What follows belongs to an exercise in optimizing a design on an open flow for small area and a short achievable clock period; a production flow would make more cautious choices. At most, simulation tests tie the RTL to the original design; equivalence was not proved. No functional check of the RTL was part of runs 1 and 2. Power is estimated from default activity; no workload was simulated.

--- design/flow/flow/run.sh ---
#!/bin/bash
# Standard layout (the standard.sh, unchanged synthesis and steps), with
# repair_timing asked for a larger setup margin so that the paths with slack
# to spare at the design's period are optimised too.  Every step's log is
# kept by ORFS under orfs/logs; make's own output goes to make.log.
set -euo pipefail
bash standard.sh SETUP_SLACK_MARGIN=7.7 finish > make.log 2>&1
--- design/flow/constraint.sdc ---
create_clock -name core_clock -period 11.0 [get_ports {clk}]
set_input_delay 2.2000 -clock core_clock [delete_from_list [all_inputs] [get_ports {clk}]]
set_output_delay 2.2000 -clock core_clock [all_outputs]
set_load 0.01 [all_outputs]
--- design/flow/design.v ---
module dec8b10b(code, data, k, ok_m, ok_p);
  input [9:0] code;
  wire [9:0] code;
  output [7:0] data;
  wire [7:0] data;
  output k;
  wire k;
  output ok_m;
  wire ok_m;
  output ok_p;
  wire ok_p;
  wire _000_;
  wire _001_;
  wire _002_;
  wire _003_;
  wire _004_;
  wire _005_;
  wire _006_;
  wire _007_;
  wire _008_;
  wire _009_;
  wire _010_;
  wire _011_;
  wire _012_;
  wire _013_;
  wire _014_;
  wire _015_;
  wire _016_;
  wire _017_;
  wire _018_;
  wire _019_;
  wire _020_;
  wire _021_;
  wire _022_;
  wire _023_;
  wire _024_;
  wire _025_;
  wire _026_;
  wire _027_;
  wire _028_;
  wire _029_;
  wire _030_;
  wire _031_;
  wire _032_;
  wire _033_;
  wire _034_;
  wire _035_;
  wire _036_;
  wire _037_;
  wire _038_;
  wire _039_;
  wire _040_;
  wire _041_;
  wire _042_;
  wire _043_;
  wire _044_;
  wire _045_;
  wire _046_;
  wire _047_;
  wire _048_;
  wire _049_;
  wire _050_;
  wire _051_;
  wire _052_;
  wire _053_;
  wire _054_;
  wire _055_;
  wire _056_;
  wire _057_;
  wire _058_;
  wire _059_;
  wire _060_;
  wire _061_;
  wire _062_;
  wire _063_;
  wire _064_;
  wire _065_;
  wire _066_;
  wire _067_;
  wire _068_;
  wire _069_;
  wire _070_;
  wire _071_;
  wire _072_;
  wire _073_;
  wire _074_;
  wire _075_;
  wire _076_;
  wire _077_;
  wire _078_;
  wire _079_;
  wire _080_;
  wire _081_;
  wire _082_;
  wire _083_;
  wire _084_;
  wire _085_;
  wire _086_;
  wire _087_;
  wire _088_;
  wire _089_;
  wire _090_;
  wire _091_;
  wire _092_;
  wire _093_;
  wire _094_;
  wire _095_;
  wire _096_;
  wire _097_;
  wire _098_;
  wire _099_;
  wire _100_;
  wire _101_;
  wire _102_;
  wire _103_;
  wire _104_;
  wire _105_;
  wire _106_;
  wire _107_;
  wire _108_;
  wire _109_;
  wire _110_;
  wire _111_;
  wire _112_;
  wire _113_;
  wire _114_;
  wire _115_;
  wire _116_;
  wire _117_;
  wire _118_;
  wire _119_;
  wire _120_;
  wire _121_;
  wire _122_;
  wire _123_;
  wire _124_;
  wire _125_;
  wire _126_;
  wire _127_;
  wire _128_;
  wire _129_;
  wire _130_;
  wire _131_;
  wire _132_;
  wire _133_;
  wire _134_;
  wire _135_;
  wire _136_;
  wire _137_;
  wire _138_;
  wire _139_;
  wire _140_;
  wire _141_;
  wire _142_;
  wire _143_;
  wire _144_;
  wire _145_;
  wire _146_;
  wire [3:0] four;
  wire [5:0] six;
  wire [4:0] x;
  wire [2:0] y;
  assign _072_ = code[8] & code[9];
  assign _073_ = ~(code[8] | code[9]);
  assign _074_ = ~(_073_ | _072_);
  assign _075_ = ~code[6];
  assign _076_ = code[8] & ~(code[7]);
  assign _077_ = ~_076_;
  assign _078_ = code[9] ? _075_ : _077_;
  assign _079_ = ~code[7];
  assign _080_ = _079_ ? code[6] : _072_;
  assign _081_ = _080_ & _078_;
  assign _082_ = _081_ | _074_;
  assign _083_ = ~(code[5] | code[4]);
  assign _084_ = ~(code[1] & code[0]);
  assign _085_ = _083_ & ~(_084_);
  assign _086_ = ~(code[2] | code[3]);
  assign _087_ = _086_ & _085_;
  assign _088_ = ~(code[7] | code[6]);
  assign _089_ = ~(code[9] | code[6]);
  assign _090_ = _089_ | _076_;
  assign _091_ = _090_ & ~(_088_);
  assign _092_ = code[7] & code[6];
  assign _093_ = ~(code[9] & code[6]);
  assign _094_ = code[7] & ~(code[8]);
  assign _095_ = _094_ | ~(_093_);
  assign _096_ = _095_ & ~(_092_);
  assign _097_ = _087_ ? _091_ : _096_;
  assign data[7] = _082_ & ~(_097_);
  assign _098_ = ~(code[1] | code[0]);
  assign _099_ = _084_ & ~(_098_);
  assign _100_ = ~code[5];
  assign _101_ = code[5] & ~(code[4]);
  assign _102_ = code[0] & ~(_101_);
  assign _103_ = _102_ | _100_;
  assign _104_ = _103_ | _099_;
  assign _105_ = code[4] & ~(code[5]);
  assign _106_ = ~(_105_ | _101_);
  assign _107_ = code[0] | ~(code[1]);
  assign _108_ = _106_ & ~(_107_);
  assign _109_ = _104_ & ~(_108_);
  assign _110_ = code[3] & ~(_109_);
  assign _111_ = ~code[1];
  assign _112_ = ~code[3];
  assign _113_ = _112_ & ~(_101_);
  assign _114_ = ~(_113_ & _111_);
  assign _115_ = _105_ | _102_;
  assign _116_ = _114_ & ~(_115_);
  assign _117_ = code[2] & ~(_116_);
  assign _118_ = _101_ & _099_;
  assign _119_ = ~(_118_ | _085_);
  assign _120_ = _112_ & ~(_119_);
  assign _121_ = _120_ | _117_;
  assign data[2] = _121_ | _110_;
  assign _122_ = ~(_098_ | _086_);
  assign _123_ = code[2] & code[3];
  assign _124_ = _084_ & ~(_123_);
  assign _125_ = _124_ ^ _122_;
  assign _126_ = _083_ & ~(_125_);
  assign _127_ = code[2] & ~(code[3]);
  assign _128_ = _126_ & ~(_127_);
  assign _129_ = ~(_128_ | code[4]);
  assign _130_ = ~(_123_ | _086_);
  assign _131_ = ~(_130_ | _099_);
  assign _132_ = ~(_131_ | _122_);
  assign _133_ = code[2] | ~(code[3]);
  assign _134_ = _133_ | _100_;
  assign _135_ = ~(_134_ | _125_);
  assign _136_ = _135_ | _132_;
  assign _137_ = ~(_136_ | _129_);
  assign _138_ = _106_ & ~(_133_);
  assign _139_ = _138_ | _100_;
  assign _140_ = _132_ & ~(_139_);
  assign _141_ = ~(_140_ | _137_);
  assign data[4] = ~_141_;
  assign _142_ = _130_ | ~(_101_);
  assign _143_ = _127_ & _106_;
  assign _144_ = _142_ & ~(_143_);
  assign _145_ = code[0] & ~(_144_);
  assign _146_ = _131_ | _124_;
  assign _000_ = ~(_146_ | _106_);
  assign _001_ = ~(code[5] & code[4]);
  assign _002_ = ~(_001_ | _125_);
  assign _003_ = ~(_002_ | _000_);
  assign _004_ = _127_ & _101_;
  assign _005_ = _134_ & ~(_004_);
  assign _006_ = _003_ & ~(_005_);
  assign _007_ = _006_ | code[1];
  assign _008_ = ~(_105_ | code[2]);
  assign _009_ = _008_ & ~(_125_);
  assign _010_ = _102_ & ~(_009_);
  assign _011_ = _010_ | ~(code[0]);
  assign _012_ = ~(_011_ & _144_);
  assign _013_ = _007_ & ~(_012_);
  assign data[1] = _013_ | _145_;
  assign _014_ = _093_ & ~(_089_);
  assign _015_ = _014_ | _074_;
  assign _016_ = ~_078_;
  assign _017_ = code[9] ? _094_ : _075_;
  assign _018_ = _087_ ? _016_ : _017_;
  assign data[5] = _015_ & ~(_018_);
  assign _019_ = code[0] & ~(_105_);
  assign _020_ = _101_ | code[1];
  assign _021_ = _019_ & ~(_020_);
  assign _022_ = _104_ & ~(_021_);
  assign _023_ = _022_ | code[2];
  assign _024_ = _113_ & ~(_019_);
  assign _025_ = ~(_113_ & code[1]);
  assign _026_ = _025_ & ~(_118_);
  assign _027_ = code[2] & ~(_026_);
  assign _028_ = _027_ | _024_;
  assign data[3] = _023_ & ~(_028_);
  assign _029_ = _087_ ? _017_ : _016_;
  assign data[6] = _015_ & ~(_029_);
  assign _030_ = ~(_000_ | _101_);
  assign _031_ = _030_ | _141_;
  assign _032_ = _081_ & ~(_031_);
  assign _033_ = _032_ | _087_;
  assign _034_ = _123_ & ~(_001_);
  assign _035_ = _034_ & _098_;
  assign k = _035_ | _033_;
  assign _036_ = _083_ & ~(_146_);
  assign _037_ = _125_ | _106_;
  assign _038_ = _132_ & ~(_001_);
  assign _039_ = _037_ & ~(_038_);
  assign _040_ = _039_ | _138_;
  assign _041_ = _040_ & ~(_036_);
  assign _042_ = _072_ & ~(_079_);
  assign _043_ = _033_ | ~(_001_);
  assign _044_ = _042_ & ~(_043_);
  assign _045_ = ~(_092_ & code[8]);
  assign _046_ = _043_ & ~(_045_);
  assign _047_ = _073_ & ~(_092_);
  assign _048_ = _047_ | _088_;
  assign _049_ = _048_ | _046_;
  assign _050_ = ~(_049_ | _044_);
  assign _051_ = _050_ & ~(_041_);
  assign _052_ = _034_ | _083_;
  assign _053_ = _031_ & ~(_052_);
  assign _054_ = code[6] & ~(_053_);
  assign _055_ = code[9] & ~(_052_);
  assign _056_ = code[8] | code[7];
  assign _057_ = _056_ | _055_;
  assign _058_ = ~(_057_ | _054_);
  assign _059_ = _072_ & ~(_088_);
  assign _060_ = _092_ | _059_;
  assign _061_ = ~(_060_ | _058_);
  assign _062_ = _061_ & ~(_003_);
  assign ok_m = _062_ | _051_;
  assign _063_ = _138_ | _111_;
  assign _064_ = _142_ & ~(_063_);
  assign _065_ = _007_ & ~(_064_);
  assign data[0] = _065_ | _010_;
  assign _066_ = _132_ & ~(_106_);
  assign _067_ = ~(_066_ | _126_);
  assign _068_ = _050_ & ~(_067_);
  assign _069_ = _036_ & ~(_112_);
  assign _070_ = _039_ & ~(_069_);
  assign _071_ = _061_ & ~(_070_);
  assign ok_p = _071_ | _068_;
  assign y = data[7:5];
  assign x = data[4:0];
  assign four = code[9:6];
  assign six = code[5:0];
endmodule
module ring_rx_check (
    input  wire        clk,
    input  wire        rst,           
    input  wire        col_valid,     
    input  wire [39:0] col_code,      
    input  wire        los,           
    output reg         v_valid,       
    output reg  [3:0]  v_reason,      
    output reg  [9:0]  v_len,         
    output wire [95:0] v_hdr,         
    output reg  [15:0] cnt_good,
    output reg  [15:0] cnt_hcrc,
    output reg  [15:0] cnt_bad,
    output wire [63:0] cnt_cv         
);
    localparam [3:0] R_GOOD      = 4'd0;
    localparam [3:0] R_HCRC      = 4'd1;
    localparam [3:0] R_LL_BAD    = 4'd2;
    localparam [3:0] R_SHORT     = 4'd3;
    localparam [3:0] R_LONG      = 4'd4;
    localparam [3:0] R_UNALIGNED = 4'd5;
    localparam [3:0] R_TRAILER   = 4'd6;
    localparam [3:0] R_ENDBAD    = 4'd7;
    localparam [3:0] R_CONTROL   = 4'd8;
    localparam [3:0] R_LANEFAULT = 4'd9;
    localparam [7:0] K27_7 = 8'hFB;
    localparam [7:0] K29_7 = 8'hFD;
    localparam [7:0] K30_7 = 8'hFE;
    localparam [31:0] CRC32_RESIDUE = 32'hDEBB20E3;
    integer i, b;
    reg  [3:0]  rd;
    reg  [3:0]  rd_next;
    wire [31:0] dec_data;
    wire [3:0]  dec_k, dec_ok_m, dec_ok_p;
    genvar g;
    generate
        for (g = 0; g < 4; g = g + 1) begin : lane
            dec8b10b u_dec (
                .code (col_code[10*g +: 10]),
                .data (dec_data[8*g +: 8]),
                .k    (dec_k[g]),
                .ok_m (dec_ok_m[g]),
                .ok_p (dec_ok_p[g])
            );
        end
    endgenerate
    localparam [63:0] SIX_POS  = 64'hFFE8E880E8808000;
    localparam [63:0] SIX_NEG  = 64'h00010117011717FF;
    localparam [15:0] FOUR_POS = 16'hF880;
    localparam [15:0] FOUR_NEG = 16'h011F;
    always @* begin
        for (i = 0; i < 4; i = i + 1)
            rd_next[i] = FOUR_POS[col_code[10*i+6 +: 4]] ||
                         (!FOUR_NEG[col_code[10*i+6 +: 4]] &&
                          (SIX_POS[col_code[10*i +: 6]] ||
                           (!SIX_NEG[col_code[10*i +: 6]] && rd[i])));
    end
    always @(posedge clk) begin
        if (rst)
            rd <= 4'b0000;
        else if (col_valid)
            rd <= rd_next;
    end
    reg  [31:0] d2;
    reg  [3:0]  k2, ok_m2, ok_p2, rd2;
    reg         v2, f2, r2;
    always @(posedge clk) begin
        d2    <= dec_data;
        k2    <= dec_k;
        ok_m2 <= dec_ok_m;
        ok_p2 <= dec_ok_p;
        rd2   <= rd;
        v2    <= col_valid && !rst;
        f2    <= los && !rst;
        r2    <= rst;
    end
    wire [3:0] cv2 = (rd2 & ~ok_p2) | (~rd2 & ~ok_m2);
    reg [15:0] cv_cnt [0:3];
    always @(posedge clk) begin
        for (i = 0; i < 4; i = i + 1)
            if (rst)
                cv_cnt[i] <= 16'd0;
            else if (v2 && cv2[i] && cv_cnt[i] != 16'hFFFF)
                cv_cnt[i] <= cv_cnt[i] + 16'd1;
    end
    assign cnt_cv = {cv_cnt[3], cv_cnt[2], cv_cnt[1], cv_cnt[0]};
    reg [4:0] col_no;
    reg [4:0] ts1 [0:3];
    reg [4:0] ts2 [0:3];
    reg [4:0] ts3 [0:3];
    reg [1:0] live [0:3];
    reg [3:0] lane_fault;
    reg [1:0] live_now [0:3];     
    always @* begin
        for (i = 0; i < 4; i = i + 1) begin
            live_now[i] = live[i];
            if ((live[i] == 2'd1 && ts1[i] == col_no) ||
                (live[i] == 2'd2 && ts2[i] == col_no) ||
                (live[i] == 2'd3 && ts3[i] == col_no))
                live_now[i] = live[i] - 2'd1;
            lane_fault[i] = cv2[i] && live[i] == 2'd3 && ts3[i] != col_no;
        end
    end
    always @(posedge clk) begin
        if (r2) begin
            col_no <= 5'd0;
            for (i = 0; i < 4; i = i + 1)
                live[i] <= 2'd0;
        end else if (v2) begin
            col_no <= col_no + 5'd1;
            for (i = 0; i < 4; i = i + 1)
                if (lane_fault[i])
                    live[i] <= 2'd0;
                else if (cv2[i])
                    live[i] <= live_now[i] + 2'd1;
                else
                    live[i] <= live_now[i];
        end
        for (i = 0; i < 4; i = i + 1)
            if (v2 && cv2[i]) begin
                ts1[i] <= col_no;
                ts2[i] <= ts1[i];
                ts3[i] <= ts2[i];
            end
    end
    wire fault2 = f2 || (v2 && lane_fault != 4'b0000);
    reg [3:0] is_end, is_ctl, is_e30;
    reg       start2, end_seen, any_nd, first_ctl, first_e30;
    reg [1:0] first;
    always @* begin
        for (i = 0; i < 4; i = i + 1) begin
            is_end[i] = k2[i] && !cv2[i] &&
                        (d2[8*i +: 8] == K29_7 || d2[8*i +: 8] == K30_7);
            is_e30[i] = k2[i] && !cv2[i] && d2[8*i +: 8] == K30_7;
            is_ctl[i] = cv2[i] || (k2[i] && !is_end[i]);
        end
        start2   = k2 == 4'b1111 && cv2 == 4'b0000 &&
                   d2 == {K27_7, K27_7, K27_7, K27_7};
        end_seen = is_end != 4'b0000;
        any_nd   = (k2 | cv2) != 4'b0000;
        first     = 2'd0;
        first_ctl = is_ctl[0];
        first_e30 = is_e30[0];
        for (i = 3; i >= 0; i = i - 1)
            if (k2[i] || cv2[i]) begin
                first     = i;
                first_ctl = is_ctl[i];
                first_e30 = is_e30[i];
            end
    end
    reg [1:0]  hpos;
    reg [31:0] crc32;
    reg [15:0] crc16;    
    reg [79:0] hdr;      
    wire [31:0] crc32_next;
    crc32_x32 u_crc32 (.t(crc32 ^ d2), .o(crc32_next));
    wire [15:0] crc16_base = hpos == 2'd0 ? 16'hFFFF : crc16;
    wire [15:0] crc16_half, crc16_col;
    crc16_x16 u_crc16_half (.t(crc16_base ^ {d2[7:0], d2[15:8]}), .o(crc16_half));
    crc16_x16 u_crc16_col  (.t(crc16_half ^ {d2[23:16], d2[31:24]}), .o(crc16_col));
    always @(posedge clk) begin
        if (r2)
            hpos <= 2'd3;
        else if (v2) begin
            if (start2)
                hpos <= 2'd0;
            else if (hpos != 2'd3)
                hpos <= hpos + 2'd1;
        end
        if (v2) begin
            if (start2)
                crc32 <= 32'hFFFFFFFF;
            else
                crc32 <= crc32_next;
        end
        if (v2 && !start2) begin
            if (hpos == 2'd0) begin
                hdr[31:0] <= d2;
                crc16     <= crc16_col;
            end
            if (hpos == 2'd1) begin
                hdr[63:32] <= d2;
                crc16      <= crc16_col;
            end
            if (hpos == 2'd2) begin
                hdr[79:64] <= d2[15:0];
                crc16      <= crc16_half;
            end
        end
    end
    assign v_hdr = {crc16, hdr};
    wire       crc_ok  = crc32 == CRC32_RESIDUE;
    wire       hcrc_ok = crc16_half == d2[31:16];
    reg        in_frame;
    reg        skip;         
    reg [7:0]  ncol;         
    wire [7:0] lmax_col = hdr[7] ^ hdr[6] ? 8'd132 : 8'd20;
    wire       ll_bad   = hdr[23] && (hdr[7:6] != 2'b11 || hdr[14:8] != 7'h7F);
    wire       too_long = ncol == lmax_col && !(any_nd && first == 2'd0);
    wire       hdr_bad  = ncol == 8'd2 && (!hcrc_ok || ll_bad);
    reg [3:0]  reason;
    reg [9:0]  len;
    always @* begin
        len = {ncol, 2'b00};
        if (fault2)
            reason = R_LANEFAULT;
        else if (too_long)
            reason = R_LONG;
        else if (any_nd) begin
            len = {ncol, first};
            if (first_ctl)
                reason = R_CONTROL;
            else if (ncol[7:2] == 6'd0)
                reason = R_SHORT;
            else if (first != 2'd0)
                reason = R_UNALIGNED;
            else if (first_e30)
                reason = R_ENDBAD;
            else if (!crc_ok)
                reason = R_TRAILER;
            else
                reason = R_GOOD;
        end else begin
            len    = 10'd12;
            reason = hcrc_ok ? R_LL_BAD : R_HCRC;
        end
    end
    always @(posedge clk) begin
        v_reason <= reason;
        v_len    <= len;
        if (r2) begin
            in_frame <= 1'b0;
            skip     <= 1'b0;
        end
        if (rst)
            v_valid <= 1'b0;
        else begin
            v_valid <= 1'b0;
            if (fault2) begin
                if (in_frame) begin
                    v_valid  <= 1'b1;
                    in_frame <= 1'b0;
                end
                skip <= 1'b0;
            end else if (v2 && skip) begin
                if (end_seen)
                    skip <= 1'b0;
            end else if (v2) begin
                if (in_frame) begin
                    if (too_long || any_nd || hdr_bad) begin
                        v_valid  <= 1'b1;
                        in_frame <= 1'b0;
                        skip     <= too_long ? !end_seen : !any_nd && !hcrc_ok;
                    end else
                        ncol <= ncol + 8'd1;
                end
                if (start2) begin
                    in_frame <= 1'b1;
                    ncol     <= 8'd0;
                end
            end
        end
    end
    always @(posedge clk) begin
        if (rst) begin
            cnt_good <= 16'd0;
            cnt_hcrc <= 16'd0;
            cnt_bad  <= 16'd0;
        end else if (v_valid) begin
            if (v_reason == R_GOOD) begin
                if (cnt_good != 16'hFFFF) cnt_good <= cnt_good + 16'd1;
            end else if (v_reason == R_HCRC) begin
                if (cnt_hcrc != 16'hFFFF) cnt_hcrc <= cnt_hcrc + 16'd1;
            end else begin
                if (cnt_bad != 16'hFFFF) cnt_bad <= cnt_bad + 16'd1;
            end
        end
    end
endmodule
module crc32_x32 (
    input  wire [31:0] t,
    output wire [31:0] o
);
    wire x_x0 = t[0] ^ t[22];
    wire x_x1 = t[2] ^ t[7];
    wire x_x2 = t[3] ^ t[21];
    wire x_x3 = t[1] ^ t[23];
    wire x_x4 = t[4] ^ x_x0;
    wire x_x5 = t[5] ^ t[12];
    wire x_x6 = t[13] ^ t[29];
    wire x_x7 = t[6] ^ t[11];
    wire x_x8 = t[10] ^ t[26];
    wire x_x9 = t[17] ^ t[24];
    wire x_x10 = t[19] ^ t[27];
    wire x_x11 = t[14] ^ t[30];
    wire x_x12 = t[16] ^ t[28];
    wire x_x13 = t[18] ^ t[25];
    wire x_x14 = t[15] ^ t[31];
    wire x_x15 = t[8] ^ t[9];
    wire x_x16 = t[20] ^ x_x1;
    wire x_x17 = t[23] ^ x_x12;
    wire x_x18 = t[3] ^ t[5];
    wire x_x19 = t[4] ^ t[24];
    wire x_x20 = t[25] ^ t[29];
    wire x_x21 = t[28] ^ x_x2;
    wire x_x22 = x_x6 ^ x_x11;
    wire x_x23 = x_x3 ^ x_x10;
    wire x_x24 = t[8] ^ x_x5;
    wire x_x25 = x_x4 ^ x_x13;
    wire x_x26 = t[18] ^ t[26];
    wire x_x27 = t[0] ^ t[12];
    wire x_x28 = t[9] ^ t[14];
    wire x_x29 = t[2] ^ t[20];
    wire x_x30 = t[27] ^ t[30];
    wire x_x31 = t[31] ^ x_x8;
    wire x_x32 = t[7] ^ x_x14;
    wire x_x33 = x_x3 ^ x_x9;
    wire x_x34 = x_x7 ^ x_x8;
    wire x_x35 = x_x6 ^ x_x27;
    wire x_x36 = x_x1 ^ x_x2;
    wire x_x37 = t[6] ^ t[26];
    wire x_x38 = t[13] ^ t[17];
    wire x_x39 = t[2] ^ t[28];
    wire x_x40 = t[0] ^ t[31];
    wire x_x41 = t[7] ^ t[13];
    wire x_x42 = t[11] ^ t[15];
    wire x_x43 = t[8] ^ t[22];
    wire x_x44 = t[9] ^ t[15];
    wire x_x45 = t[6] ^ t[10];
    wire x_x46 = t[7] ^ t[16];
    wire x_x47 = t[6] ^ x_x14;
    wire x_x48 = t[20] ^ x_x11;
    wire x_x49 = x_x20 ^ x_x29;
    wire x_x50 = t[10] ^ x_x2;
    wire x_x51 = x_x1 ^ x_x28;
    wire x_x52 = t[24] ^ x_x15;
    wire x_x53 = x_x5 ^ x_x14;
    wire x_x54 = t[25] ^ x_x7;
    wire x_x55 = x_x18 ^ x_x45;
    wire x_x56 = t[5] ^ x_x0;
    wire x_x57 = t[27] ^ x_x15;
    wire x_x58 = t[22] ^ x_x19;
    wire x_x59 = t[9] ^ x_x34;
    wire x_x60 = t[21] ^ x_x4;
    wire x_x61 = t[1] ^ x_x22;
    wire x_x62 = x_x36 ^ x_x47;
    wire x_x63 = x_x16 ^ x_x19;
    wire x_x64 = x_x21 ^ x_x40;
    wire x_x65 = x_x9 ^ x_x50;
    wire x_x66 = x_x13 ^ x_x21;
    wire x_x67 = x_x9 ^ x_x17;
    wire x_x68 = x_x13 ^ x_x32;
    wire x_x69 = x_x4 ^ x_x16;
    wire x_x70 = x_x12 ^ x_x23;
    wire x_x71 = t[3] ^ t[8];
    wire x_x72 = t[16] ^ x_x3;
    wire x_x73 = x_x37 ^ x_x71;
    wire x_x74 = x_x72 ^ x_x73;
    wire x_x75 = x_x69 ^ x_x74;
    wire x_x76 = t[4] ^ t[5];
    wire x_x77 = x_x76 ^ x_x36;
    wire x_x78 = x_x33 ^ x_x57;
    wire x_x79 = x_x77 ^ x_x78;
    wire x_x80 = x_x39 ^ x_x52;
    wire x_x81 = x_x55 ^ x_x25;
    wire x_x82 = x_x80 ^ x_x81;
    wire x_x83 = t[4] ^ t[7];
    wire x_x84 = t[19] ^ x_x3;
    wire x_x85 = x_x18 ^ x_x20;
    wire x_x86 = x_x83 ^ x_x84;
    wire x_x87 = x_x85 ^ x_x59;
    wire x_x88 = x_x86 ^ x_x87;
    wire x_x89 = x_x30 ^ x_x34;
    wire x_x90 = x_x24 ^ x_x63;
    wire x_x91 = x_x89 ^ x_x90;
    wire x_x92 = x_x5 ^ x_x41;
    wire x_x93 = x_x54 ^ x_x57;
    wire x_x94 = x_x92 ^ x_x64;
    wire x_x95 = x_x93 ^ x_x94;
    wire x_x96 = t[3] ^ t[10];
    wire x_x97 = x_x28 ^ x_x29;
    wire x_x98 = x_x96 ^ x_x35;
    wire x_x99 = x_x17 ^ x_x97;
    wire x_x100 = x_x98 ^ x_x99;
    wire x_x101 = t[4] ^ x_x42;
    wire x_x102 = x_x101 ^ x_x65;
    wire x_x103 = x_x61 ^ x_x102;
    wire x_x104 = t[2] ^ t[11];
    wire x_x105 = t[16] ^ x_x11;
    wire x_x106 = x_x104 ^ x_x53;
    wire x_x107 = x_x105 ^ x_x25;
    wire x_x108 = x_x106 ^ x_x107;
    wire x_x109 = t[19] ^ x_x38;
    wire x_x110 = x_x14 ^ x_x24;
    wire x_x111 = x_x109 ^ x_x69;
    wire x_x112 = x_x110 ^ x_x111;
    wire x_x113 = t[5] ^ t[13];
    wire x_x114 = x_x26 ^ x_x113;
    wire x_x115 = x_x51 ^ x_x114;
    wire x_x116 = x_x60 ^ x_x115;
    wire x_x117 = t[14] ^ t[15];
    wire x_x118 = x_x43 ^ x_x117;
    wire x_x119 = x_x55 ^ x_x23;
    wire x_x120 = x_x118 ^ x_x119;
    wire x_x121 = x_x7 ^ x_x44;
    wire x_x122 = x_x17 ^ x_x121;
    wire x_x123 = x_x63 ^ x_x122;
    wire x_x124 = t[0] ^ x_x46;
    wire x_x125 = x_x20 ^ x_x24;
    wire x_x126 = x_x124 ^ x_x65;
    wire x_x127 = x_x125 ^ x_x126;
    wire x_x128 = t[1] ^ t[26];
    wire x_x129 = t[30] ^ x_x7;
    wire x_x130 = x_x38 ^ x_x15;
    wire x_x131 = x_x128 ^ x_x129;
    wire x_x132 = x_x130 ^ x_x25;
    wire x_x133 = x_x131 ^ x_x132;
    wire x_x134 = t[18] ^ x_x5;
    wire x_x135 = x_x51 ^ x_x23;
    wire x_x136 = x_x31 ^ x_x134;
    wire x_x137 = x_x135 ^ x_x136;
    wire x_x138 = x_x41 ^ x_x42;
    wire x_x139 = x_x8 ^ x_x58;
    wire x_x140 = x_x138 ^ x_x70;
    wire x_x141 = x_x139 ^ x_x140;
    wire x_x142 = t[11] ^ t[14];
    wire x_x143 = t[27] ^ x_x142;
    wire x_x144 = x_x49 ^ x_x24;
    wire x_x145 = x_x143 ^ x_x67;
    wire x_x146 = x_x144 ^ x_x145;
    wire x_x147 = t[30] ^ x_x37;
    wire x_x148 = x_x44 ^ x_x9;
    wire x_x149 = x_x35 ^ x_x147;
    wire x_x150 = x_x148 ^ x_x66;
    wire x_x151 = x_x149 ^ x_x150;
    wire x_x152 = x_x46 ^ x_x10;
    wire x_x153 = x_x31 ^ x_x152;
    wire x_x154 = x_x61 ^ x_x25;
    wire x_x155 = x_x153 ^ x_x154;
    wire x_x156 = t[17] ^ x_x7;
    wire x_x157 = x_x10 ^ x_x11;
    wire x_x158 = x_x12 ^ x_x18;
    wire x_x159 = x_x32 ^ x_x4;
    wire x_x160 = x_x156 ^ x_x157;
    wire x_x161 = x_x158 ^ x_x159;
    wire x_x162 = x_x160 ^ x_x161;
    wire x_x163 = t[3] ^ t[17];
    wire x_x164 = t[29] ^ x_x0;
    wire x_x165 = x_x39 ^ x_x26;
    wire x_x166 = x_x163 ^ x_x53;
    wire x_x167 = x_x164 ^ x_x165;
    wire x_x168 = x_x166 ^ x_x167;
    wire x_x169 = t[30] ^ x_x6;
    wire x_x170 = x_x10 ^ x_x43;
    wire x_x171 = x_x26 ^ x_x16;
    wire x_x172 = x_x169 ^ x_x170;
    wire x_x173 = x_x171 ^ x_x172;
    wire x_x174 = t[23] ^ x_x10;
    wire x_x175 = x_x15 ^ x_x48;
    wire x_x176 = x_x174 ^ x_x64;
    wire x_x177 = x_x175 ^ x_x176;
    wire x_x178 = t[29] ^ x_x8;
    wire x_x179 = x_x52 ^ x_x17;
    wire x_x180 = x_x178 ^ x_x62;
    wire x_x181 = x_x179 ^ x_x180;
    wire x_x182 = x_x30 ^ x_x33;
    wire x_x183 = x_x49 ^ x_x59;
    wire x_x184 = x_x182 ^ x_x183;
    wire x_x185 = t[11] ^ t[12];
    wire x_x186 = t[24] ^ x_x1;
    wire x_x187 = x_x30 ^ x_x185;
    wire x_x188 = x_x31 ^ x_x186;
    wire x_x189 = x_x187 ^ x_x66;
    wire x_x190 = x_x188 ^ x_x189;
    wire x_x191 = t[31] ^ x_x35;
    wire x_x192 = x_x54 ^ x_x16;
    wire x_x193 = x_x70 ^ x_x191;
    wire x_x194 = x_x192 ^ x_x193;
    wire x_x195 = t[6] ^ t[12];
    wire x_x196 = x_x195 ^ x_x22;
    wire x_x197 = x_x67 ^ x_x60;
    wire x_x198 = x_x196 ^ x_x197;
    wire x_x199 = x_x33 ^ x_x56;
    wire x_x200 = x_x22 ^ x_x68;
    wire x_x201 = x_x199 ^ x_x200;
    wire x_x202 = t[3] ^ t[19];
    wire x_x203 = x_x202 ^ x_x48;
    wire x_x204 = x_x58 ^ x_x68;
    wire x_x205 = x_x203 ^ x_x204;
    wire x_x206 = t[1] ^ t[19];
    wire x_x207 = t[25] ^ x_x206;
    wire x_x208 = x_x56 ^ x_x207;
    wire x_x209 = x_x62 ^ x_x208;
    assign o[0] = x_x75;
    assign o[1] = x_x79;
    assign o[2] = x_x82;
    assign o[3] = x_x88;
    assign o[4] = x_x91;
    assign o[5] = x_x95;
    assign o[6] = x_x100;
    assign o[7] = x_x103;
    assign o[8] = x_x108;
    assign o[9] = x_x112;
    assign o[10] = x_x116;
    assign o[11] = x_x120;
    assign o[12] = x_x123;
    assign o[13] = x_x127;
    assign o[14] = x_x133;
    assign o[15] = x_x137;
    assign o[16] = x_x141;
    assign o[17] = x_x146;
    assign o[18] = x_x151;
    assign o[19] = x_x155;
    assign o[20] = x_x162;
    assign o[21] = x_x168;
    assign o[22] = x_x173;
    assign o[23] = x_x177;
    assign o[24] = x_x181;
    assign o[25] = x_x184;
    assign o[26] = x_x190;
    assign o[27] = x_x194;
    assign o[28] = x_x198;
    assign o[29] = x_x201;
    assign o[30] = x_x205;
    assign o[31] = x_x209;
endmodule
module crc16_x16 (
    input  wire [15:0] t,
    output wire [15:0] o
);
    wire x_x0 = t[9] ^ t[13];
    wire x_x1 = t[10] ^ t[14];
    wire x_x2 = t[4] ^ t[8];
    wire x_x3 = t[7] ^ t[15];
    wire x_x4 = t[6] ^ x_x1;
    wire x_x5 = t[5] ^ x_x0;
    wire x_x6 = t[12] ^ x_x2;
    wire x_x7 = t[3] ^ t[11];
    wire x_x8 = t[1] ^ t[12];
    wire x_x9 = t[0] ^ t[11];
    wire x_x10 = t[2] ^ t[13];
    wire x_x11 = t[14] ^ x_x7;
    wire x_x12 = x_x5 ^ x_x8;
    wire x_x13 = x_x6 ^ x_x9;
    wire x_x14 = t[15] ^ x_x6;
    wire x_x15 = t[11] ^ x_x4;
    wire x_x16 = x_x3 ^ x_x11;
    wire x_x17 = x_x10 ^ x_x4;
    wire x_x18 = x_x5 ^ x_x13;
    wire x_x19 = x_x4 ^ x_x12;
    wire x_x20 = x_x3 ^ x_x10;
    wire x_x21 = x_x20 ^ x_x15;
    wire x_x22 = t[8] ^ t[12];
    wire x_x23 = x_x22 ^ x_x16;
    wire x_x24 = x_x0 ^ x_x14;
    wire x_x25 = x_x1 ^ x_x5;
    wire x_x26 = t[15] ^ x_x15;
    wire x_x27 = t[0] ^ x_x2;
    wire x_x28 = x_x3 ^ x_x27;
    wire x_x29 = t[8] ^ t[1];
    wire x_x30 = t[5] ^ t[9];
    wire x_x31 = x_x29 ^ x_x30;
    wire x_x32 = t[9] ^ t[2];
    wire x_x33 = t[10] ^ t[6];
    wire x_x34 = x_x32 ^ x_x33;
    wire x_x35 = t[7] ^ t[10];
    wire x_x36 = x_x7 ^ x_x35;
    assign o[0] = x_x13;
    assign o[1] = x_x12;
    assign o[2] = x_x17;
    assign o[3] = x_x16;
    assign o[4] = x_x14;
    assign o[5] = x_x18;
    assign o[6] = x_x19;
    assign o[7] = x_x21;
    assign o[8] = x_x23;
    assign o[9] = x_x24;
    assign o[10] = x_x25;
    assign o[11] = x_x26;
    assign o[12] = x_x28;
    assign o[13] = x_x31;
    assign o[14] = x_x34;
    assign o[15] = x_x36;
endmodule
--- design/flow/standard.sh ---
#!/bin/bash
# synth_recipe.tcl (not shown) runs the flow's synth.tcl, then flattens the netlist and writes it again
# the make line also repeats each setting of config.mk as NAME=value (left out here)
make -C /OpenROAD-flow-scripts/flow DESIGN_CONFIG=/design/flow/config.mk WORK_HOME=/design/flow/orfs CLKGATE_MAP_FILE= SYNTH_SCRIPT=/design/flow/synth_recipe.tcl "${@:-finish}"
--- design/flow/config.mk ---
export PLATFORM = sky130hd
export DESIGN_NAME = ring_rx_check
export DESIGN_NICKNAME = ring_rx_check
export VERILOG_FILES = /design/flow/design.v
export SDC_FILE = /design/flow/constraint.sdc
export NUM_CORES = 4
export LEC_CHECK = 0
export CAP_MARGIN = 20
export CORE_MARGIN = 2
export CORE_UTILIZATION = 40
export SLEW_MARGIN = 20
export SYNTH_MEMORY_MAX_BITS = 16384
==> results of run 1 <==
## Yosys cell counts (21+ instances only)
library cell / n
o21ai_0: 90
edfxtp_1: 196
clkbuf_1: 77
a21oi_1: 100
inv_1: 89
nor3_1: 21
xnor3_1: 24
nand3_1: 72
nand2b_1: 24
nor2_1: 249
nand2_1: 173
dfxtp_1: 199
xnor2_1: 346
ha_1: 92
and3_1: 39
or3_1: 21
nand4_1: 42
xor2_1: 188
## sequential cells by signal, indices dropped and copies added (netlist names), 5 cells and up
signal and cells:
ncol 8, ts1 20, ts3 20, live 8, crc32 32, cnt_hcrc 16, cnt_good 16, cv_cnt 64
ts2 20, cnt_bad 16, v_len 10, hdr 80, d2 32, col_no 5, crc16 16
## report_power, final
group	internal (mW)	switching (mW)
Sequential	2.09	0.141
Combinational	2.92	3.05
Clock	0.947	0.640
## critical path: stages
cell and delay [ns]:
buf_8 0.09, clkinvlp_4 0.10, ha_4 0.18, nor2_4 0.16, xnor2_4 0.15, and3_4 0.21, o31a_1 0.21, nor2_2 0.06
a211oi_2 0.25, mux2i_1 0.26, a211o_1 0.15, o22ai_1 0.07
## placed cells by master, fill, tap and decap left out, types with 24 or more instances in the layout
master,synthesis,final
dfxtp_2,0,91
and3_1,39,35
clkbuf_16,0,48
dfxtp_4,0,42
buf_2,6,130
buf_6,1,78
inv_1,89,65
ha_1,92,71
xnor2_1,346,321
edfxtp_1,196,196
nand2b_1,24,24
nand4_1,42,42
nand3_1,72,71
o21ai_0,90,75
xor2_1,188,184
dfxtp_1,199,66
a21oi_1,100,89
nor2_1,249,222
nand2_1,173,172
buf_4,1,233
## worst paths after layout
check / startpoint / cells after the start / slack [ns] / to
worst max register to register: hpos[1] / 14 / 7.74 / crc16[8]
worst max-delay path: col_code[31] / 12 / 7.38 / ok_p2[3]
worst min register to register: rd[0] / 0 / 0.43 / rd2[0]
worst min-delay path: rd[0] / 0 / 0.43 / rd2[0]
## cell families after synthesis
family | count (synthesis) | share of synthesized area [%]
adder cells (fa/ha/maj) | 103 | 5.46
XOR/XNOR | 571 | 23.8
AND/OR/NAND/NOR | 731 | 15.0
flip-flops | 395 | 42.7
AO/OA/AOI/OAI | 345 | 9.29
multiplexers | 17 | 0.742
buffers and inverters | 177 | 2.96
## per-stage QoR
step / power [mW] / setup WS, ns
3_5_place_dp: 7.89 / 5.92
3_3_place_gp: 7.89 / 6.05
5_1_grt: 10.4 / 7.30
2_1_floorplan: 6.75 / 7.01
6_report: 9.79 / 7.38
4_1_cts: 9.67 / 7.40
## cell type report
class	count	area (um^2)	area share, %
clock buffers	66	1330	4.37
clock inverters	20	260	0.855
inverters	89	404	1.33
multi-input cells	1767	13600	44.6
flip-flops and latches	395	10100	33.3
well taps	765	957	3.15
repair buffers	479	3770	12.4
## timing repair
action / in CTS / in global routing
gates cloned: 0 / 1
pin swaps: 57 / 53
setup buffers: 147 / 42
setup endpoints to repair: 316 / 242
gates resized for setup: 1408 / 107
endpoints found under the hold margin: 0 / 0
## metal layers
metal	up-vias	routed length, um	share of wire (%)	GRT usage, %
li1	8984	-	-	-
met1	9134	29500	43	28.6
met2	519	33800	49	38.2
met3	97	4000	5.8	4.24
met4	0	1410	2.1	5.20
met5	-	0	0	0
==> flow_summary.json, run 1 <==
{
  "ys_async_sr_fraction_pct": 0,
  "final_util_pct": 53.0,
  "drive_gt1_share_pct": 30.3,
  "clkSinkCount": 395,
  "hold_ws_ns": 0.430,
  "synth_cell_types": 69,
  "setup_violations": 0,
  "critPathMaxFanout": 3,
  "worstPathRequired_ns": 11.46,
  "min_path_type": "reg -> reg",
  "htreeDepth": 2,
  "final_area_um2": 30400,
  "hold_viol": 0,
  "die_w_um": 244,
  "dieArea_um2": 59700,
  "avgRoutedWirePerCell_um": 19.2,
  "synth_edf_count": 196,
  "cts_buffer_depth": 3,
  "status": "finished clean",
  "maxCapViolCount": 0,
  "netlist.area_leader.share_pct": 25.5,
  "synth_seq_cells": 395,
  "yosys_warnings": 7,
  "critPathKind": "in -> reg",
  "firstDrtPassIters": 5,
  "drt-vias-per-instance": 5.23,
  "start_util_pct": 40.3,
  "rsz0062_at_grt": "true",
  "synth_cells": 2339,
  "clk_latency_ns": 0.59,
  "critPathLaunchType": "input port",
  "relSlewSlack_pct": 31.0,
  "die_h_um": 244,
  "place_inst": 3305,
  "vias": 18734,
  "drt-total-wl_um": 68700,
  "core_um2": 57400,
  "io_buffers": 266,
  "cts-root-buf": "clkbuf_16",
  "cts_tree": "yes",
  "slew_violations": 0,
  "synth_top_flop_cell": "dfxtp_1",
  "syn_area_um2": 23100,
  "syn2layout_area_growth_pct": 31.7,
  "syn_nets": 2475,
  "skew_ns": 0.0229,
  "antenna_left": 0,
  "timing.fmax_mhz": 276,
  "fillers": 5137,
  "synth_area_per_cell_um2": 9.88,
  "drc_errors": 0,
  "timing.setup.tns_ns": 0,
  "min_period_ns": 3.62,
  "grt_pass1_vias": 18177,
  "dr.first_iter.drc_count": 1181,
  "rows": 88,
  "fin_cells": 3581,
  "yosys.area.top_type": "edfxtp_1",
  "finalWeightedCongestion": 0.917,
  "ioPinCount": 267,
  "dpl-instance-area_um2": 27000,
  "grt_overflow": 0,
  "yosysSeqAreaShare_pct": 42.7,
  "hold_buffers": 0,
  "diodes": 0,
  "synthTopCellsByArea": "edfxtp_1 25%, dfxtp_1 17%, xnor2_1 13%",
  "clkTransAtPathRegs_ns": 0.06,
  "cts_buffers": 46,
  "layout.nets": 2914,
  "cp-end-kind": "register",
  "powerDensity_nw_per_um2": 322,
  "grt_pass1_wl_um": 104000,
  "vdd_ir_drop_max_mv": 0.311,
  "tightest_slew_ns": 1.03,
  "dpl.hpwl_um": 48700,
  "arrival_ns": 4.08,
  "period_share_pct": 32.9,
  "grtUsageTotal_pct": 22.2,
  "antenna_found_initial": 1,
  "grt_max_degree": 73,
  "power.leakage_nw": 12.3
}
==> run 2: changes to the inputs <==
--- a/design/flow/config.mk
+++ b/design/flow/config.mk
@@ -5,6 +5,7 @@
 export SDC_FILE = /design/flow/constraint.sdc
 export NUM_CORES = 4
 export LEC_CHECK = 0
+export ABC_CLOCK_PERIOD_IN_PS = 3500
 export CAP_MARGIN = 20
 export CORE_MARGIN = 2
 export CORE_UTILIZATION = 40
==> run 2 against run 1 <==
  * Combinational power barely moved
  * Via count did not move
  * Non-clock buffer count did not move
  * Sequential cell count did not move
  * Highest routed layer unchanged
  * Maximum frequency did not move
  * Worst setup slack did not move
  * Global-route usage did not move
  * Synthesized area did not move
  * Sequential share of layout area did not move
  * Sequential power barely moved
  * Still clean
  * Register-to-register slack barely moved
  * Clock-buffer cell count did not move
==> flow_summary.json, run 2 <==
{
  "yosysSeqAreaShare_pct": 42.7,
  "skew_ns": 0.0229,
  "critPathMaxFanout": 3,
  "setup_slack_ns": 7.38,
  "antenna_found_initial": 1,
  "die_h_um": 244,
  "layout_commonest_cell": "xnor2_1",
  "dr.first_iter.drc_count": 1181,
  "ys_async_sr_fraction_pct": 0,
  "hold_buffers": 0,
  "rsz0062_at_grt": "true",
  "firstDrtPassIters": 5,
  "drive_gt1_share_pct": 30.3,
  "place_inst": 3305,
  "worstPathRequired_ns": 11.46,
  "switching_share_pct": 39.2,
  "power.total_mw": 9.79,
  "critPathKind": "in -> reg",
  "netlist.area_leader.share_pct": 25.5,
  "fillers": 5137,
  "relSlewSlack_pct": 31.0,
  "reg_top3": "hdr: 80 flops, cv_cnt: 64 flops",
  "syn_area_um2": 23100,
  "grt_max_degree": 73,
  "timing.setup.tns_ns": 0,
  "syn_nets": 2475,
  "synth_common_cells": "346 x xnor2_1, 249 x nor2_1, 199 x dfxtp_1",
  "synth.most_common_cell": "xnor2_1",
  "grt_overflow": 0,
  "hold_start": "rd[0]",
  "clk_latency_ns": 0.59,
  "p_sw_mw": 3.83,
  "drc_errors": 0,
  "synth_area_per_cell_um2": 9.88,
  "final_cell_mix": "321 x xnor2_1, 233 x buf_4, 222 x nor2_1",
  "p_comb_share_pct": 61.1,
  "grtUsageTotal_pct": 22.2,
  "synth_cells": 2339,
  "synthTopCellsByArea": "edfxtp_1 25%, dfxtp_1 17%, xnor2_1 13%",
  "yosys_warnings": 7,
  "syn2layout_area_growth_pct": 31.7,
  "rows": 88,
  "vdd_ir_drop_max_mv": 0.311,
  "powerDensity_nw_per_um2": 322,
  "sequentialPowerShare_pct": 22.7,
  "setup_violations": 0,
  "p_int_mw": 5.95,
  "antenna_left": 0,
  "vias": 18734,
  "avgRoutedWirePerCell_um": 19.2,
  "power.leakage_nw": 12.3,
  "drt-total-wl_um": 68700,
  "clkTransAtPathRegs_ns": 0.06,
  "synth_cell_types": 69,
  "ioPinCount": 267,
  "crit_start": "col_code[31]",
  "die_w_um": 244,
  "cts-root-buf": "clkbuf_16",
  "io_buffers": 266,
  "hold_viol": 0,
  "synth_edf_count": 196,
  "yosys.area.top_type": "edfxtp_1",
  "critPathLaunchType": "input port",
  "dieArea_um2": 59700,
  "synth_top_flop_cell": "dfxtp_1",
  "r2r-start": "hpos[1]",
  "drt-vias-per-instance": 5.23,
  "finalWeightedCongestion": 0.917,
  "cts_buffer_depth": 3,
  "maxCapViolCount": 0,
  "layout.nets": 2914,
  "status": "finished clean",
  "cts_buffers": 46,
  "largest_reg_flops": 80,
  "tightest_slew_ns": 1.03,
  "arrival_ns": 4.08,
  "period_share_pct": 32.9,
  "regMostFlops": "hdr",
  "grt_pass1_wl_um": 104000,
  "fin_cells": 3581,
  "dpl_worst_slack_ns": 5.92,
  "cp-end-kind": "register",
  "clkSinkCount": 395,
  "timing.fmax_mhz": 276,
  "synth_seq_cells": 395,
  "start_util_pct": 40.3,
  "cts_tree": "yes",
  "min_path_type": "reg -> reg",
  "dpl.hpwl_um": 48700,
  "core_um2": 57400,
  "grt_pass1_vias": 18177,
  "slew_violations": 0,
  "power.share.clock_pct": 16.2,
  "diodes": 0,
  "htreeDepth": 2,
  "min_period_ns": 3.62
}
==> run 2: cell counts in the layout (fill, tap and decap cells not counted) <==
Identical to the previous run, type by type.
==> run 2: critical path, cell delays in order <==
cell and delay (ns):
buf_8 0.09, clkinvlp_4 0.10, ha_4 0.18, nor2_4 0.16, xnor2_4 0.15, and3_4 0.21, o31a_1 0.21, nor2_2 0.06
a211oi_2 0.25, mux2i_1 0.26, a211o_1 0.15, o22ai_1 0.07
==> run 2: stage by stage <==
stage / utilization (%) / hold slack, ns / cell area (um^2)
2_1_floorplan: - / 0.364 / 23700
3_3_place_gp: 47.1 / 0.415 / 27000
3_5_place_dp: 47.1 / 0.418 / 27000
4_1_cts: 51.8 / 0.424 / 29700
5_1_grt: 53.0 / 0.436 / 30400
6_report: 53.0 / 0.430 / 30400
==> run 2: path summary, 6_finish.rpt <==
check | end | slack (ns) | depth (start not counted)
worst max-delay path | ok_p2[3] | 7.38 | 12
worst max register to register | crc16[8] | 7.74 | 14
worst min-delay path | rd2[0] | 0.43 | 0
worst min register to register | rd2[0] | 0.43 | 0
==> run 2: layout make-up <==
| cell class | instances | area, um^2 | area share [%] |
|---|---|---|---|
| clock buffer | 66 | 1330 | 4.37 |
| clock inverter | 20 | 260 | 0.855 |
| inverter | 89 | 404 | 1.33 |
| multi-input combinational | 1767 | 13600 | 44.6 |
| sequential | 395 | 10100 | 33.3 |
| tap | 765 | 957 | 3.15 |
| timing repair buffer | 479 | 3770 | 12.4 |
==> run 2: power groups by stage <==
stage               logic [mW]  registers (mW)  clock network, mW
global placement          5.63            2.26                  0
finish                    5.98            2.23               1.59
global route              6.46            2.24               1.69
CTS                       5.82            2.23               1.63
detailed placement        5.63            2.26                  0
floorplan                 4.56            2.19                  0
==> run 2: what timing repair did <==
| item | 4_1_cts | 5_1_grt |
|---|---|---|
| resized for setup | 1408 | 107 |
| pin swaps | 57 | 53 |
| endpoints found under the setup margin | 316 | 242 |
| cloned | 0 | 1 |
| buffers inserted | 147 | 42 |
==> run 2: kinds of logic after synthesis <==
family	share of synthesized area (%)
fa+ha+maj	5.46
simple gates	15.0
xor+xnor	23.8
flops	42.7
mux	0.742
buf+inv	2.96
compound gates	9.29
==> run 2: layer usage <==
metal | wire [um] | GRT usage [%] | up-vias
met1 | 29500 | 28.6 | 9134
met2 | 33800 | 38.2 | 519
met4 | 1410 | 5.20 | 0
met3 | 4000 | 4.24 | 97
met5 | 0 | 0 | -
li1 | - | - | 8984
==> run 3: changes to the inputs <==
--- a/design/flow/design.v
+++ b/design/flow/design.v
@@ -353,6 +353,14 @@
     localparam [7:0] K30_7 = 8'hFE;
     localparam [31:0] CRC32_RESIDUE = 32'hDEBB20E3;
     integer i, b;
+    reg  [39:0] c1;
+    reg         v1, f1, r1;
+    always @(posedge clk) begin
+        c1 <= col_code;
+        v1 <= col_valid && !rst;
+        f1 <= los && !rst;
+        r1 <= rst;
+    end
     reg  [3:0]  rd;
     reg  [3:0]  rd_next;
     wire [31:0] dec_data;
@@ -361,7 +369,7 @@
     generate
         for (g = 0; g < 4; g = g + 1) begin : lane
             dec8b10b u_dec (
-                .code (col_code[10*g +: 10]),
+                .code (c1[10*g +: 10]),
                 .data (dec_data[8*g +: 8]),
                 .k    (dec_k[g]),
                 .ok_m (dec_ok_m[g]),
@@ -375,31 +383,29 @@
     localparam [15:0] FOUR_NEG = 16'h011F;
     always @* begin
         for (i = 0; i < 4; i = i + 1)
-            rd_next[i] = FOUR_POS[col_code[10*i+6 +: 4]] ||
-                         (!FOUR_NEG[col_code[10*i+6 +: 4]] &&
-                          (SIX_POS[col_code[10*i +: 6]] ||
-                           (!SIX_NEG[col_code[10*i +: 6]] && rd[i])));
+            rd_next[i] = FOUR_POS[c1[10*i+6 +: 4]] ||
+                         (!FOUR_NEG[c1[10*i+6 +: 4]] &&
+                          (SIX_POS[c1[10*i +: 6]] ||
+                           (!SIX_NEG[c1[10*i +: 6]] && rd[i])));
     end
     always @(posedge clk) begin
-        if (rst)
+        if (r1)
             rd <= 4'b0000;
-        else if (col_valid)
+        else if (v1)
             rd <= rd_next;
     end
+    wire [3:0] dec_cv = (rd & ~dec_ok_p) | (~rd & ~dec_ok_m);
     reg  [31:0] d2;
-    reg  [3:0]  k2, ok_m2, ok_p2, rd2;
+    reg  [3:0]  k2, cv2;
     reg         v2, f2, r2;
     always @(posedge clk) begin
-        d2    <= dec_data;
-        k2    <= dec_k;
-        ok_m2 <= dec_ok_m;
-        ok_p2 <= dec_ok_p;
-        rd2   <= rd;
-        v2    <= col_valid && !rst;
-        f2    <= los && !rst;
-        r2    <= rst;
+        d2  <= dec_data;
+        k2  <= dec_k;
+        cv2 <= dec_cv;
+        v2  <= v1 && !rst;
+        f2  <= f1 && !rst;
+        r2  <= r1;
     end
-    wire [3:0] cv2 = (rd2 & ~ok_p2) | (~rd2 & ~ok_m2);
     reg [15:0] cv_cnt [0:3];
     always @(posedge clk) begin
         for (i = 0; i < 4; i = i + 1)
@@ -479,9 +485,8 @@
     reg [79:0] hdr;      
     wire [31:0] crc32_next;
     crc32_x32 u_crc32 (.t(crc32 ^ d2), .o(crc32_next));
-    wire [15:0] crc16_base = hpos == 2'd0 ? 16'hFFFF : crc16;
     wire [15:0] crc16_half, crc16_col;
-    crc16_x16 u_crc16_half (.t(crc16_base ^ {d2[7:0], d2[15:8]}), .o(crc16_half));
+    crc16_x16 u_crc16_half (.t(crc16 ^ {d2[7:0], d2[15:8]}), .o(crc16_half));
     crc16_x16 u_crc16_col  (.t(crc16_half ^ {d2[23:16], d2[31:24]}), .o(crc16_col));
     always @(posedge clk) begin
         if (r2)
@@ -498,6 +503,8 @@
             else
                 crc32 <= crc32_next;
         end
+        if (v2 && start2)
+            crc16 <= 16'hFFFF;
         if (v2 && !start2) begin
             if (hpos == 2'd0) begin
                 hdr[31:0] <= d2;
@@ -519,6 +526,9 @@
     reg        in_frame;
     reg        skip;         
     reg [7:0]  ncol;         
+    always @(posedge clk)
+        if (v2)
+            ncol <= start2 ? 8'd0 : ncol + 8'd1;
     wire [7:0] lmax_col = hdr[7] ^ hdr[6] ? 8'd132 : 8'd20;
     wire       ll_bad   = hdr[23] && (hdr[7:6] != 2'b11 || hdr[14:8] != 7'h7F);
     wire       too_long = ncol == lmax_col && !(any_nd && first == 2'd0);
@@ -576,13 +586,10 @@
                         v_valid  <= 1'b1;
                         in_frame <= 1'b0;
                         skip     <= too_long ? !end_seen : !any_nd && !hcrc_ok;
-                    end else
-                        ncol <= ncol + 8'd1;
+                    end
                 end
-                if (start2) begin
+                if (start2)
                     in_frame <= 1'b1;
-                    ncol     <= 8'd0;
-                end
             end
         end
     end
--- a/design/flow/config.mk
+++ b/design/flow/config.mk
@@ -5,7 +5,6 @@
 export SDC_FILE = /design/flow/constraint.sdc
 export NUM_CORES = 4
 export LEC_CHECK = 0
-export ABC_CLOCK_PERIOD_IN_PS = 3500
 export CAP_MARGIN = 20
 export CORE_MARGIN = 2
 export CORE_UTILIZATION = 40
==> run 3 against run 2 <==
  * Die area is 2.1% higher
  * Sequential cell count grew 35
  * Highest routed layer unchanged
  * Still clean
  * Critical path depth down 11
  * Utilization fell by 1.8 points
  * Clock-buffer cell count grew 1
  * Maximum frequency grew 3.3%
  * Largest cell class unchanged
  * Largest power group unchanged
==> flow_summary.json, run 3 <==
{
  "htreeDepth": 2,
  "period_share_pct": 31.9,
  "synth_top_flop_cell": "dfxtp_1",
  "r2r_slack_ns": 7.81,
  "synth_top_family_by_area": "XOR/XNOR gates",
  "synth_edf_count": 180,
  "final_util_pct": 51.3,
  "ioPinCount": 267,
  "cts-root-buf": "clkbuf_16",
  "antenna_found_initial": 0,
  "cp.buffers_inverters": 1,
  "rsz0062_at_grt": "true",
  "clk_latency_ns": 0.63,
  "timing.setup.tns_ns": 0,
  "syn_nets": 2496,
  "status": "finished clean",
  "yosys.area.top_type": "edfxtp_1",
  "firstDrtPassIters": 5,
  "synth_fa_ha_area_share_pct": 5.29,
  "synth_common_cells": "324 x xnor2_1, 250 x dfxtp_1, 229 x nor2_1",
  "powerDensity_nw_per_um2": 393,
  "dieArea_um2": 61000,
  "diodes": 0,
  "hold_buffers": 0,
  "grtUsageTotal_pct": 22.9,
  "hold_viol": 0,
  "setup_violations": 0,
  "synth_compound_area_share_pct": 9.87,
  "largest_reg_flops": 80,
  "netlist.area_leader.share_pct": 22.9,
  "clkTransAtPathRegs_ns": 0.06,
  "slowest_delay_ns": 0.52,
  "maxCapViolCount": 0,
  "reg_top3": "hdr: 80 flops, cv_cnt: 64 flops, c1: 40 flops",
  "vias": 19206,
  "regMostFlops": "hdr",
  "cts_buffer_depth": 3,
  "tightest_slew_ns": 1.03,
  "critical_path.slowest_cell": "edfxtp_1",
  "die_w_um": 247,
  "layout.nets": 2892,
  "syn2layout_area_growth_pct": 27.5,
  "min_path_type": "reg -> reg",
  "syn_area_um2": 23600,
  "yosysSeqAreaShare_pct": 44.1,
  "critPathLaunchType": "register",
  "drt-vias-per-instance": 5.38,
  "layout_commonest_cell": "xnor2_1",
  "drc_errors": 0,
  "cp-end-kind": "output port",
  "grt_overflow": 0,
  "final_cell_mix": "317 x xnor2_1, 227 x nor2_1, 199 x nand2_1",
  "dr.first_iter.drc_count": 1623,
  "synth.most_common_cell": "xnor2_1",
  "cp.depth": 1,
  "ys_async_sr_fraction_pct": 0,
  "fillers": 5268,
  "crit_chain": "buf_6",
  "cts_tree": "yes",
  "slew_violations": 0,
  "vdd_ir_drop_max_mv": 0.524,
  "hold_start": "ts1[3][0]",
  "clkSinkCount": 430,
  "r2r_cells": 8,
  "drt-total-wl_um": 71700,
  "worstPathRequired_ns": 8.80,
  "critPathMaxFanout": 2,
  "cp-endpoint": "v_hdr[7]",
  "timing.fmax_mhz": 285,
  "yosys_warnings": 7,
  "r2r-start": "d2[4]",
  "synth_cell_types": 74,
  "rows": 89,
  "arrival_ns": 1.31,
  "grt_pass1_vias": 18822,
  "synth_seq_cells": 430,
  "synth_cells": 2361,
  "synth-simple-area-share_pct": 14.6,
  "avgRoutedWirePerCell_um": 20.1,
  "cts_buffers": 49,
  "grt_pass1_wl_um": 109000,
  "r2r-end": "crc16[10]",
  "min_period_ns": 3.51,
  "finalWeightedCongestion": 0.937,
  "grt_max_degree": 95,
  "synth_area_per_cell_um2": 10.0,
  "synth_xor_area_share_pct": 22.4,
  "core_um2": 58700,
  "drive_gt1_share_pct": 23.9,
  "relSlewSlack_pct": 31.5,
  "critPathKind": "reg -> out",
  "crit_start": "hdr[7]",
  "power.leakage_nw": 11.9,
  "start_util_pct": 40.2,
  "die_h_um": 247,
  "synthTopCellsByArea": "edfxtp_1 23%, dfxtp_1 21%, xnor2_1 12%",
  "antenna_left": 0,
  "critical_path.top_delay_family": "flip-flops",
  "synth_mux_area_share_pct": 1.08,
  "skew_ns": 0.0414,
  "dpl.hpwl_um": 51500,
  "io_buffers": 266
}
run 3: cell types whose count changed after synthesis, sizes merged, moves of 8 or more:
cell / delta
and2: -11
edfxtp: -16
a221oi: +8
nand2: +27
nand2b: -8
and3: -10
clkbuf: -8
xor2: -14
nor2: -20
nor3: +22
xnor2: -19
dfxtp: +51
run 3: cells by family after synthesis:
group	count (synthesis)
and+or+nand+nor	738
xor gates and xnor gates	540
DFF	430
AOI/OAI and AO/OA	365
buffers and inverters	164
adders and majority gates	102
muxes	22
run 3: power breakdown:
group	switching (mW)	internal (mW)	total (mW)
sequential	0.198	2.15	2.35
clock	0.703	0.982	1.68
combinational	4.10	3.68	7.79
total	5.00	6.82	11.8
run 3: worst reg2reg max path: cells and delay by family (launching register included):
| kind | cells | cell delay, ns |
|---|---|---|
| AOI/OAI and AO/OA | 1 | 0.12 |
| xor gates and xnor gates | 6 | 2.32 |
| DFF | 1 | 0.62 |
| and+or+nand+nor | 1 | 0.08 |
run 3: stage by stage:
step                cell area [um^2]  cells  total power, mW  hold WS, ns  setup WS (ns)
floorplan                      23600   2361             8.30        0.374           7.82
global placement               27100   3339             9.94        0.452           7.20
detailed placement             27100   3339             9.97        0.454           7.27
CTS                            29700   3554             11.8        0.437           7.48
global route                   30100   3571             12.5        0.458           7.48
finish                         30100   3571             11.8        0.437           7.49
run 3: routing by layer:
layer  global-route usage, %  part of all wire [%]  vias to the layer above  wire length, um
li1                        -                     -                     9019                -
met1                    30.0                    43                     9333            30500
met2                    38.0                    47                      706            33800
met3                    3.55                   6.3                      148             4540
met4                    8.45                   3.9                        0             2830
met5                       0                     0                        -                0
run 3: area by class of cell:
type	instances	area (um^2)	area share (%)
inverter	88	330	1.10
clock buffer	67	1380	4.58
clock inverter	25	294	0.977
sequential	430	10800	35.8
tap	773	967	3.21
timing repair buffer	421	3610	12.0
multi-input combinational	1767	12700	42.4
run 3: worst min path at each step:
stage                      endpoint  cells past startpoint
after floorplan                  r2                      0
after global placement    ts2[2][0]                      0
after detailed placement  ts2[2][3]                      0
after CTS                 ts2[3][0]                      0
after global routing      ts2[3][0]                      0
final                     ts2[3][0]                      0
run 3: repair_timing:
| item | 4_1_cts | 5_1_grt |
|---|---|---|
| buffers inserted | 123 | 17 |
| gates resized for setup | 1263 | 59 |
| hold endpoints to repair | 0 | 0 |
| setup endpoints to repair | 310 | 207 |
| cloned | 0 | 0 |
| pin swaps | 0 | 1 |
==> run 4: changes to the inputs <==
--- a/design/flow/flow/run.sh
+++ b/design/flow/flow/run.sh
@@ -4,4 +4,4 @@
 # to spare at the design's period are optimised too.  Every step's log is
 # kept by ORFS under orfs/logs; make's own output goes to make.log.
 set -euo pipefail
-bash standard.sh SETUP_SLACK_MARGIN=7.7 finish > make.log 2>&1
+bash standard.sh SETUP_SLACK_MARGIN=7.95 finish > make.log 2>&1
==> run 4 against run 3 <==
  * Via count is 0.37% higher
  * Combinational power hardly changed
  * Largest cell class unchanged
  * Critical endpoint is now v_hdr[6]
  * Synthesized cell count is the same
==> flow_summary.json, run 4 <==
{
  "status": "finished clean",
  "place_inst": 3341,
  "core_um2": 58700,
  "fin_cells": 3593,
  "multi_input_area_um2": 13000,
  "critPathKind": "reg -> out",
  "dpl-instance-area_um2": 27100,
  "grtUsageTotal_pct": 22.6,
  "power.leakage_nw": 12.1,
  "yosysSeqAreaShare_pct": 44.1,
  "cts_tree": "yes",
  "firstDrtPassIters": 8,
  "maxCapViolCount": 0,
  "synth_edf_count": 180,
  "clkSinkCount": 430,
  "power.share.clock_pct": 14.0,
  "synth_cell_types": 74,
  "hold_viol": 0,
  "yosys_warnings": 7,
  "period_share_pct": 31.4,
  "dpl_worst_slack_ns": 7.31,
  "syn_area_um2": 23600,
  "r2r_slack_ns": 7.98,
  "p_sw_mw": 4.87,
  "critPathMaxFanout": 2,
  "switching_share_pct": 41.1,
  "worstPathRequired_ns": 8.80,
  "clkTransAtPathRegs_ns": 0.07,
  "grt_max_degree": 87,
  "powerDensity_nw_per_um2": 386,
  "tightest_slew_ns": 0.981,
  "timing.fmax_mhz": 289,
  "synth.most_common_cell": "xnor2_1",
  "cts-root-buf": "clkbuf_16",
  "diodes": 0,
  "dr.first_iter.drc_count": 1441,
  "start_util_pct": 40.2,
  "finalWeightedCongestion": 0.903,
  "min_path_type": "reg -> reg",
  "critical_path.slowest_cell": "edfxtp_1",
  "grt_pass1_wl_um": 108000,
  "drt-total-wl_um": 71600,
  "drive_gt1_share_pct": 26.4,
  "crit_chain": "buf_2",
  "synth_area_per_cell_um2": 10.0,
  "final_cell_mix": "298 x xnor2_1, 225 x nor2_1, 200 x nand2_1",
  "largest_reg_flops": 80,
  "syn_nets": 2496,
  "cp-end-kind": "output port",
  "p_int_mw": 6.96,
  "cts_buffer_depth": 3,
  "rows": 89,
  "dpl.hpwl_um": 50700,
  "setup_slack_ns": 7.54,
  "netlist.area_leader.share_pct": 22.9,
  "critPathLaunchType": "register",
  "clk_latency_ns": 0.60,
  "drc_errors": 0,
  "vdd_ir_drop_max_mv": 0.433,
  "reg_top3": "hdr: 80 flops, cv_cnt: 64 flops, c1: 40 flops",
  "dieArea_um2": 61000,
  "die_h_um": 247,
  "setup_violations": 0,
  "cp.buffers_inverters": 1,
  "synth_seq_cells": 430,
  "synthTopCellsByArea": "edfxtp_1 23%, dfxtp_1 21%, xnor2_1 12%",
  "rsz0062_at_grt": "true",
  "syn2layout_area_growth_pct": 29.8,
  "ys_async_sr_fraction_pct": 0,
  "regMostFlops": "hdr",
  "p_comb_share_pct": 66.1,
  "grt_overflow": 0,
  "die_w_um": 247,
  "timing.setup.tns_ns": 0,
  "slowest_delay_ns": 0.47,
  "min_period_ns": 3.46,
  "sequentialPowerShare_pct": 19.9,
  "cts_buffers": 48,
  "htreeDepth": 2,
  "ioPinCount": 267,
  "seq_area_um2": 10800,
  "yosys.area.top_type": "edfxtp_1",
  "slew_violations": 0,
  "grt_pass1_vias": 18799,
  "antenna_left": 0,
  "final_area_um2": 30600,
  "fillers": 5158,
  "arrival_ns": 1.26,
  "antenna_found_initial": 0,
  "synth_cells": 2361,
  "drt-vias-per-instance": 5.37,
  "layout_commonest_cell": "xnor2_1",
  "relSlewSlack_pct": 34.1,
  "hold_ws_ns": 0.439,
  "skew_ns": 0.0206,
  "layout.nets": 2915,
  "critical_path.top_delay_family": "flip-flops",
  "vias": 19278,
  "synth_common_cells": "324 x xnor2_1, 250 x dfxtp_1, 229 x nor2_1",
  "avgRoutedWirePerCell_um": 19.9,
  "synth_top_flop_cell": "dfxtp_1",
  "io_buffers": 266
}
run 4: cell types whose count changed in the layout (fill, tap and decap cells not counted), moves of 5 or more:
cell,before,now
buf_4,160,176
dfxtp_1,103,79
dfxtp_2,81,98
xnor2_2,12,26
xnor2_1,317,298
buf_2,76,68
xnor2_4,3,8
buf_6,143,157
dfxtp_4,66,73
run 4: logic make-up after synthesis:
kind of cell	count (synthesis)	share of synthesized area, %
simple gates	738	14.6
xor+xnor	540	22.4
fa+ha+maj	102	5.29
compound gates	365	9.87
mux	22	1.08
buf+inv	164	2.61
flops	430	44.1
run 4: routing by layer:
metal,track usage [%],share of wire [%]
met1,29.7,43
met2,37.5,47
met3,3.58,5.6
met4,8.45,4.0
met5,0,0
run 4: layout make-up:
| cell class | count | share of cell area, % |
|---|---|---|
| Inverter | 88 | 1.09 |
| Timing Repair Buffer | 445 | 12.7 |
| Clock inverter | 21 | 0.894 |
| Multi-Input combinational cell | 1767 | 42.5 |
| Sequential cell | 430 | 35.3 |
| Clock buffer | 69 | 4.41 |
| Tap cell | 773 | 3.16 |
run 4: through the flow:
step | power [mW] | utilization [%]
global route | 12.5 | 52.2
global placement | 9.75 | 46.2
floorplan | 8.30 | -
finish | 11.8 | 52.2
CTS | 11.6 | 51.3
detailed placement | 9.73 | 46.2
run 4: timing repair:
item	4_1_cts	5_1_grt
buffers inserted	134	28
hold buffers	0	0
setup endpoints to repair	368	303
pin swaps	5	10
resized for setup	1337	75
run 4: power by group through the flow:
stage | Sequential [mW] | Combinational, mW | Clock [mW]
after floorplan | 2.29 | 6.01 | 0
after global placement | 2.39 | 7.35 | 0
after detailed placement | 2.39 | 7.34 | 0
after CTS | 2.35 | 7.58 | 1.69
after global routing | 2.37 | 8.36 | 1.76
final | 2.35 | 7.81 | 1.66
run 4: path summary, 6_finish.rpt:
kind | endpoint | startpoint | cells after the start
min | f2 | f1 | 1
min reg2reg | f2 | f1 | 1
max reg2reg | v_reason[0] | crc16[11] | 10
max | v_hdr[6] | hdr[6] | 1

-- separate check: timing with driven ports --
The results above use ideal ports. As a check the final layouts listed here were re-extracted and re-timed, cells and wires unchanged. Step 1 sets driving cells, clkbuf_16 on the clock port and buf_2 on the other inputs (assumed; they add their load-dependent delay and slew). Step 2 times the ports against the registers' clock, not the clock port: input delays grow and output delays shrink by t, the midpoint of the rising clock arrivals with the driver on. Three values: ideal, step 1, step 2; two values: the first two.
run | t (ns) | setup slack, ns | hold slack, ns | worst data-port slew with drivers (ns) | pins driven straight from the clock port
run 1 | 0.641 | 7.380 / 7.379 / 6.737 | 0.430 / 0.430 / 0.430 | 0.07 | 1
run 2 | 0.641 | 7.380 / 7.379 / 6.737 | 0.430 / 0.430 / 0.430 | 0.07 | 1
run 3 | 0.665 | 7.495 / 7.437 / 7.280 | 0.437 / 0.437 / 0.437 | 0.06 | 1
run 4 | 0.653 | 7.542 / 7.482 / 7.451 | 0.439 / 0.439 / 0.439 | 0.06 | 1
After both steps every run listed still meets setup and hold.
